What follows belongs to an exercise in optimizing a design on an open flow for small area, a short achievable clock period and few clock cycles per item; a production flow would make more cautious choices. The RTL was checked by simulation tests, not by an equivalence proof against the original design.

<file path="flow/flow/run.sh">
#!/bin/bash
set -euo pipefail
bash standard.sh synth floorplan > flow_synth_floorplan.log 2>&1
bash standard.sh SETUP_SLACK_MARGIN=6.5 "BUFFER_PORTS_ARGS=-buffer_cell sky130_fd_sc_hd__buf_1" finish > flow_place_route.log 2>&1
</file>
<file path="flow/standard.sh">
#!/bin/bash
# synth_recipe.tcl (not shown) runs the flow's synth.tcl, then flattens the netlist and writes it again
# the make line also repeats each setting of config.mk as NAME=value (left out here)
make -C /OpenROAD-flow-scripts/flow DESIGN_CONFIG=/design/flow/config.mk WORK_HOME=/design/flow/orfs CLKGATE_MAP_FILE= SYNTH_SCRIPT=/design/flow/synth_recipe.tcl "${@:-finish}"
</file>
<file path="flow/config.mk">
export PLATFORM = sky130hd
export DESIGN_NAME = aes256_core
export DESIGN_NICKNAME = aes256_core
export VERILOG_FILES = /design/flow/design.v
export SDC_FILE = /design/flow/constraint.sdc
export NUM_CORES = 4
export LEC_CHECK = 0
export CAP_MARGIN = 40
export CELL_PAD_IN_SITES_DETAIL_PLACEMENT = 0
export CELL_PAD_IN_SITES_GLOBAL_PLACEMENT = 0
export CORE_MARGIN = 2
export CORE_UTILIZATION = 45
export CTS_BUF_LIST = sky130_fd_sc_hd__clkbuf_8
export PLACE_DENSITY = 0.6
export SLEW_MARGIN = 60
</file>
<file path="flow/constraint.sdc">
create_clock -name core_clock -period 10.0 [get_ports {clk}]
set_input_delay 2.0000 -clock core_clock [delete_from_list [all_inputs] [get_ports {clk}]]
set_output_delay 2.0000 -clock core_clock [all_outputs]
set_load 0.01 [all_outputs]
</file>
<file path="flow/design.v">
module aes_sbox_top (
    input  wire [7:0]  in,
    output wire [21:0] mid
);
    wire U0 = in[7], U1 = in[6], U2 = in[5], U3 = in[4];
    wire U4 = in[3], U5 = in[2], U6 = in[1], U7 = in[0];
    wire T1  = U0 ^ U3,   T2  = U0 ^ U5,   T3  = U0 ^ U6,   T4  = U3 ^ U5;
    wire T5  = U4 ^ U6,   T6  = T1 ^ T5,   T7  = U1 ^ U2,   T8  = U7 ^ T6;
    wire T9  = U7 ^ T7,   T10 = T6 ^ T7,   T11 = U1 ^ U5,   T12 = U2 ^ U5;
    wire T13 = T3 ^ T4,   T14 = T6 ^ T11,  T15 = T5 ^ T11,  T16 = T5 ^ T12;
    wire T17 = T9 ^ T16,  T18 = U3 ^ U7,   T19 = T7 ^ T18,  T20 = T1 ^ T19;
    wire T21 = U6 ^ U7,   T22 = T7 ^ T21,  T23 = T2 ^ T22,  T24 = T2 ^ T10;
    wire T25 = T20 ^ T17, T26 = T3 ^ T16,  T27 = T1 ^ T12;
    wire M1  = T13 & T6,  M2  = T23 & T8,  M3  = T14 ^ M1,  M4  = T19 & U7;
    wire M5  = M4 ^ M1,   M6  = T3 & T16,  M7  = T22 & T9,  M8  = T26 ^ M6;
    wire M9  = T20 & T17, M10 = M9 ^ M6,   M11 = T1 & T15,  M12 = T4 & T27;
    wire M13 = M12 ^ M11, M14 = T2 & T10,  M15 = M14 ^ M11, M16 = M3 ^ M2;
    wire M17 = M5 ^ T24,  M18 = M8 ^ M7,   M19 = M10 ^ M15, M20 = M16 ^ M13;
    wire M21 = M17 ^ M15, M22 = M18 ^ M13, M23 = M19 ^ T25, M24 = M22 ^ M23;
    wire M25 = M22 & M20, M26 = M21 ^ M25, M27 = M20 ^ M21, M28 = M23 ^ M25;
    wire M29 = M28 & M27, M30 = M26 & M24, M31 = M20 & M23, M32 = M27 & M31;
    wire M33 = M27 ^ M25, M34 = M21 & M22, M35 = M24 & M34, M36 = M24 ^ M25;
    wire M37 = M21 ^ M29, M38 = M32 ^ M33, M39 = M23 ^ M30, M40 = M35 ^ M36;
    assign mid = {M37, M38, M39, M40,
                  T1, T2, T3, T4, T6, T8, T9, T10, T13,
                  T15, T16, T17, T19, T20, T22, T23, T27, U7};
endmodule
module aes_sbox_bot (
    input  wire [21:0] mid,
    output wire [7:0]  out
);
    wire M37 = mid[21], M38 = mid[20], M39 = mid[19], M40 = mid[18];
    wire T1  = mid[17], T2  = mid[16], T3  = mid[15], T4  = mid[14];
    wire T6  = mid[13], T8  = mid[12], T9  = mid[11], T10 = mid[10];
    wire T13 = mid[9],  T15 = mid[8],  T16 = mid[7],  T17 = mid[6];
    wire T19 = mid[5],  T20 = mid[4],  T22 = mid[3],  T23 = mid[2];
    wire T27 = mid[1],  U7  = mid[0];
    wire M41 = M38 ^ M40, M42 = M37 ^ M39, M43 = M37 ^ M38, M44 = M39 ^ M40;
    wire M45 = M42 ^ M41;
    wire M46 = M44 & T6,  M47 = M40 & T8,  M48 = M39 & U7,  M49 = M43 & T16;
    wire M50 = M38 & T9,  M51 = M37 & T17, M52 = M42 & T15, M53 = M45 & T27;
    wire M54 = M41 & T10, M55 = M44 & T13, M56 = M40 & T23, M57 = M39 & T19;
    wire M58 = M43 & T3,  M59 = M38 & T22, M60 = M37 & T20, M61 = M42 & T1;
    wire M62 = M45 & T4,  M63 = M41 & T2;
    wire L0  = M61 ^ M62, L1  = M50 ^ M56, L2  = M46 ^ M48, L3  = M47 ^ M55;
    wire L4  = M54 ^ M58, L5  = M49 ^ M61, L6  = M62 ^ L5,  L7  = M46 ^ L3;
    wire L8  = M51 ^ M59, L9  = M52 ^ M53, L10 = M53 ^ L4,  L11 = M60 ^ L2;
    wire L12 = M48 ^ M51, L13 = M50 ^ L0,  L14 = M52 ^ M61, L15 = M55 ^ L1;
    wire L16 = M56 ^ L0,  L17 = M57 ^ L1,  L18 = M58 ^ L8,  L19 = M63 ^ L4;
    wire L20 = L0 ^ L1,   L21 = L1 ^ L7,   L22 = L3 ^ L12,  L23 = L18 ^ L2;
    wire L24 = L15 ^ L9,  L25 = L6 ^ L10,  L26 = L7 ^ L9,   L27 = L8 ^ L10;
    wire L28 = L11 ^ L14, L29 = L11 ^ L17;
    assign out[7] = L6 ^ L24;
    assign out[6] = ~(L16 ^ L26);
    assign out[5] = ~(L19 ^ L28);
    assign out[4] = L6 ^ L21;
    assign out[3] = L20 ^ L22;
    assign out[2] = L25 ^ L29;
    assign out[1] = ~(L13 ^ L27);
    assign out[0] = ~(L6 ^ L23);
endmodule
module aes_sbox (
    input  wire [7:0] in,
    output wire [7:0] out
);
    wire [21:0] mid;
    aes_sbox_top u_top (.in(in), .mid(mid));
    aes_sbox_bot u_bot (.mid(mid), .out(out));
endmodule
module aes256_core (
    input  wire         clk,
    input  wire         rst,         
    input  wire         start,
    input  wire [255:0] key,
    input  wire [127:0] block_in,
    output wire         ready,
    output reg          done,
    output wire [127:0] block_out
);
    genvar i;
    reg         a_v;             
    reg  [3:0]  a_r;             
    reg [127:0] a_x;             
    reg [127:0] a_k0;            
    reg [127:0] a_k1;            
    reg         b_v;
    reg  [3:0]  b_r;
    reg [351:0] b_m;             
    reg [127:0] b_k0;            
    reg [127:0] b_k1;            
    reg  [87:0] b_km;            
    reg         rdy;             
    reg [127:0] out_q;
    assign ready     = rdy;
    assign block_out = out_q;
    wire [127:0] ark = a_x ^ a_k0;
    wire [351:0] a_m;
    wire  [87:0] a_km;
    generate
        for (i = 0; i < 16; i = i + 1) begin : g_sa
            aes_sbox_top u_top (
                .in  (ark[127 - 8*i -: 8]),
                .mid (a_m[351 - 22*i -: 22])
            );
        end
        for (i = 0; i < 4; i = i + 1) begin : g_ka
            aes_sbox_top u_top (
                .in  (a_k1[31 - 8*i -: 8]),
                .mid (a_km[87 - 22*i -: 22])
            );
        end
    endgenerate
    wire [127:0] sub_bytes;
    wire [127:0] shift_rows;
    wire [127:0] mix_columns;
    wire  [31:0] sub_word;
    generate
        for (i = 0; i < 16; i = i + 1) begin : g_sb
            aes_sbox_bot u_bot (
                .mid (b_m[351 - 22*i -: 22]),
                .out (sub_bytes[127 - 8*i -: 8])
            );
        end
        for (i = 0; i < 4; i = i + 1) begin : g_kb
            aes_sbox_bot u_bot (
                .mid (b_km[87 - 22*i -: 22]),
                .out (sub_word[31 - 8*i -: 8])
            );
        end
    endgenerate
    generate
        for (i = 0; i < 16; i = i + 1) begin : g_shift
            localparam integer R = i % 4;
            localparam integer C = i / 4;
            localparam integer SRC = 4 * ((C + R) % 4) + R;
            assign shift_rows[127 - 8*i -: 8] = sub_bytes[127 - 8*SRC -: 8];
        end
    endgenerate
    function [7:0] xtime(input [7:0] b);
        xtime = {b[6:0], 1'b0} ^ (b[7] ? 8'h1b : 8'h00);
    endfunction
    function [31:0] mix_column(input [31:0] col);
        reg [7:0] a0, a1, a2, a3;
        begin
            a0 = col[31:24];
            a1 = col[23:16];
            a2 = col[15:8];
            a3 = col[7:0];
            mix_column[31:24] = xtime(a0 ^ a1) ^ a1 ^ a2 ^ a3;
            mix_column[23:16] = xtime(a1 ^ a2) ^ a2 ^ a3 ^ a0;
            mix_column[15:8]  = xtime(a2 ^ a3) ^ a3 ^ a0 ^ a1;
            mix_column[7:0]   = xtime(a3 ^ a0) ^ a0 ^ a1 ^ a2;
        end
    endfunction
    generate
        for (i = 0; i < 4; i = i + 1) begin : g_mix
            assign mix_columns[127 - 32*i -: 32] = mix_column(shift_rows[127 - 32*i -: 32]);
        end
    endgenerate
    reg [7:0] rcon;
    always @(*) begin
        case (b_r[3:1])
            3'd0:    rcon = 8'h01;
            3'd1:    rcon = 8'h02;
            3'd2:    rcon = 8'h04;
            3'd3:    rcon = 8'h08;
            3'd4:    rcon = 8'h10;
            3'd5:    rcon = 8'h20;
            3'd6:    rcon = 8'h40;
            default: rcon = 8'h80;
        endcase
    end
    wire [31:0] temp = b_r[0] ? sub_word
                              : ({sub_word[23:0], sub_word[31:24]} ^ {rcon, 24'h0});
    wire [31:0] p0 = b_k0[127:96];
    wire [31:0] p1 = p0 ^ b_k0[95:64];
    wire [31:0] p2 = p1 ^ b_k0[63:32];
    wire [31:0] p3 = p2 ^ b_k0[31:0];
    wire [127:0] k_next = {p0 ^ temp, p1 ^ temp, p2 ^ temp, p3 ^ temp};
    wire b_last = (b_r == 4'd13);
    wire take   = !b_v || b_last;    
    always @(posedge clk) begin
        b_m  <= a_m;
        b_km <= a_km;
        b_k0 <= a_k0;
        b_k1 <= a_k1;
        b_r  <= a_r;
        if (take) begin
            a_x  <= block_in;
            a_k0 <= key[255:128];
            a_k1 <= key[127:0];
            a_r  <= 4'd0;
        end else begin
            a_x  <= mix_columns;
            a_k0 <= b_k1;
            a_k1 <= k_next;
            a_r  <= b_r + 4'd1;
        end
        out_q <= shift_rows ^ b_k1;
        if (rst) begin
            a_v  <= 1'b0;
            b_v  <= 1'b0;
            rdy  <= 1'b1;
            done <= 1'b0;
        end else begin
            a_v  <= take ? start : b_v;
            b_v  <= a_v;
            rdy  <= !a_v || (a_r == 4'd13);
            done <= b_v && b_last;
        end
    end
endmodule
</file>
==> results.txt <==
## state kept, by name, indices dropped and copies added, names as in the netlist
signal	cells
rdy	1
b_km	88
done	1
a_k0	128
out_q	128
b_m	352
b_r	4
a_x	128
b_v	1
a_k1	128
b_k1	124
a_v	1
a_r	4
b_k0	128
## worst paths after layout
check / endpoint / slack, ps
worst max-delay path: block_out[77] / 6530
worst min-delay path: b_k1[86] / 290
worst max register to register: a_k1[1] / 6570
worst min register to register: b_k1[86] / 290
## repair_timing
item	in CTS	in global routing
buffers inserted	3	21
endpoints found under the setup margin	193	128
pin swaps	5	21
gates resized for setup	259	114
endpoints found under the hold margin	0	0
## cells in the final DEF (no fill, tap or decap), types with 198 or more instances in the layout
master	instances
nand2_1	981
xnor2_1	1116
clkbuf_8	253
dfxtp_1	1100
o21ai_0	336
xnor2_2	235
nor2_1	198
xor2_1	633
inv_1	239
buf_1	413
## kinds of logic (layout without fill, tap and decap cells)
| group | after synthesis | count (layout) | synth area share (%) |
|---|---|---|---|
| XOR/XNOR | 2250 | 2250 | 34.86 |
| AND/OR/NAND/NOR | 1575 | 1575 | 10.91 |
| flip-flops | 1216 | 1216 | 38.17 |
| AO/OA/AOI/OAI | 904 | 904 | 8.797 |
| buffers and inverters | 427 | 1171 | 2.680 |
| multiplexers | 228 | 228 | 3.743 |
| adder cells (fa/ha/maj) | 43 | 43 | 0.8396 |
| other | 0 | 7 | 0 |
## stage by stage
step | hold WS, ps | cells | instance area [um^2] | util (%)
after CTS | 279.3 | 9254 | 74670 | 52.93
after global placement | 309.6 | 8866 | 67570 | 47.90
after detailed placement | 312.1 | 8886 | 69390 | 49.19
after global routing | 323.8 | 9279 | 76160 | 53.99
final | 294.7 | 9284 | 76180 | 54.00
after floorplan | 309.6 | 6643 | 63780 | -
## per-layer routing
layer  global-route usage, %  wire, um  up-vias  share of wire (%)
li1                        -         -    22860                  -
met1                   40.60     97240    23080                 44
met2                   46.06     98110     1708                 44
met3                   4.570     15260      365                6.9
met4                   12.17      9986        6                4.5
met5                       0        31        -              0.014
## area by class of cell
type	count	area [um^2]	share of cell area, %
repair buffers	608	3158	4.146
clock inverters	113	1045	1.372
diodes	7	17.52	0.02300
inverters	198	743.2	0.9757
clock buffers	252	3468	4.553
well taps	1890	2365	3.104
multi-input cells	5000	40860	53.64
flip-flops and latches	1216	24520	32.18
==> metrics.md <==
| Metric | Value |
|---|---|
| Status | `complete, no violations` |
| CP max FO | `1` |
| DRC Markers | `0` |
| Cell with the most instances after synthesis | `xnor2_1` |
| Post-DP HPWL | `178,200 um` |
| CP peak stage delay | `370 ps` |
| WP data required | `8000 ps` |
| Via density per instance | `5.172` |
| CP bufs+invs | `1` |
| RSZ-0062 raised after global routing | `yes` |
| Max Cap Violations | `0` |
| Slowest stage cell, crit path | `dfxtp_4` |
| Most frequent cells after synthesis | `1,356 x xnor2_1, 1,216 x dfxtp_1, 982 x nand2_1` |
| Clk buf depth | `3` |
| Num CTS Buffers | `201` |
| Final Slew Violations | `0` |
| Post-synthesis cell type count | `83` |
| Area Overhead vs Synth | `19.44%` |
| Peak Freq | `288.2 MHz` |
| CTS sink cnt | `1,216` |
| Hold/Removal Path Class | `reg2reg` |
| Die Height | `380.5 um` |
| Io pins | `517` |
| Critical R2R Launch | `b_km[86]` |
| Yosys top cell area share | `38.17%` |
| Hold_sp | `a_k1[86]` |
| Vias in the first global route | `45.96k` |
| Initial antenna violation count | `18` |
| Global-route wire length before repair | `311,500 um` |
| Crit path depth | `1` |
| CP startpoint | `out_q[77]` |
| Fillcell total | `12.81k` |
| GP Congestion | `0.9635` |
| Synth Cell Area | `0.06378 mm^2` |
| Clock Skews | `66.98 ps` |
| Avg WL per Cell | `23.76 um` |
| Tcrit/Tclk final | `34.70%` |
| DRT Wirelength | `220,600 um` |
| CTS Hold Buffers Added | `0` |
| Largest net degree at the start of global routing | `102` |
| Share of cells above drive strength 1 | `15.89%` |
| Synth Register Bits | `1,216` |
| 1st-pass router iterations | `6` |
| Die area | `0.1448 mm^2` |
| DRT iter0 DRCs | `4,053` |
| Setup violators final | `0` |
| Clk latency of the worst-skew pair | `980 ps` |
| Cell taking the most area after synthesis | `dfxtp_1` |
| Final hold violation count | `0` |
| Worst-path cell chain | `buf_6` |
| Slew HR | `52.07%` |
| CP startpoint kind | `flop` |
| Hold Path Stages | `0` |
| Pre-CTS setup slack | `6156 ps` |
| H-tree depth | `4` |
| Setup ws final | `6530 ps` |
| Num rows | `138` |
| Die W | `380.5 um` |
| Initial Utilization | `45.21%` |
| Mapped Nets | `7,072` |
| Final #Nets | `7,654` |
| Number of synthesized flops with an enable pin | `0` |
| Synth top area cells | `dfxtp_1 38%, xnor2_1 19%, xor2_1 9.6%` |
| Gate Count Post-Synth | `6,643` |
| Overflow after GRT | `0` |
| CTS Root Cell | `clkbuf_8` |
| R2r worst-path depth | `9` |
| Yosys warns | `1` |
| Tmin final | `3470 ps` |
| CP endpoint kind | `primary output` |
| Core box area | `0.1411 mm^2` |
| Via count | `48.01k` |
| Slew at the pin with the worst max-slew slack | `711.4 ps` |
| GRT Resource Usage Total | `29.50%` |
| Dominant synthesized flop cell | `dfxtp_1` |
| PortBufs | `516` |
| Ys async rst share | `0%` |
| Setup CP Type | `reg2out` |
| Post-synthesis sequential area ratio | `38.17%` |
| CTS tree | `done` |
| Setup_tns | `0 ps` |
| Reg clk slew, reported paths | `70 ps` |
| Top delay family on crit path | `flip-flops` |
| Antenna Nets Post-Route | `0` |
| WP data arrival | `1470 ps` |
| Avg Cell Area, Syn | `9.601 um^2` |
Testbench counts, summed over its fixed seeds: cycles 44,816, items 3,200.

==> static timing again, ports no longer ideal <==
The results above use ideal ports. As a check the final layout listed here was re-extracted and re-timed, cells and wires unchanged.
Step 1 (the two cells are an assumption about what drives the block):
set clk [get_ports {clk}]
set_driving_cell -lib_cell sky130_fd_sc_hd__clkbuf_16 $clk
set_driving_cell -lib_cell sky130_fd_sc_hd__buf_2 [delete_from_list [all_inputs] $clk]
Step 2 times the ports against the registers' clock, not the clock port: input delays grow and output delays shrink by t, the midpoint of the rising clock arrivals with the driver on.
Slacks: ideal ports / drivers / drivers and shift; pairs: ideal ports / drivers.
shift t [ns]: 1.032
slack for setup (ns): 6.530 / 6.449 / 6.570
worst setup path at the end: register to register
slew at the worst register clock pin (ns): 0.08 / 0.08
cell pins on the clock port's net: 1
After both steps setup and hold are still met in this run. The setup slack of this run moves by -0.081 ns with the drivers and by +0.040 ns with both steps.
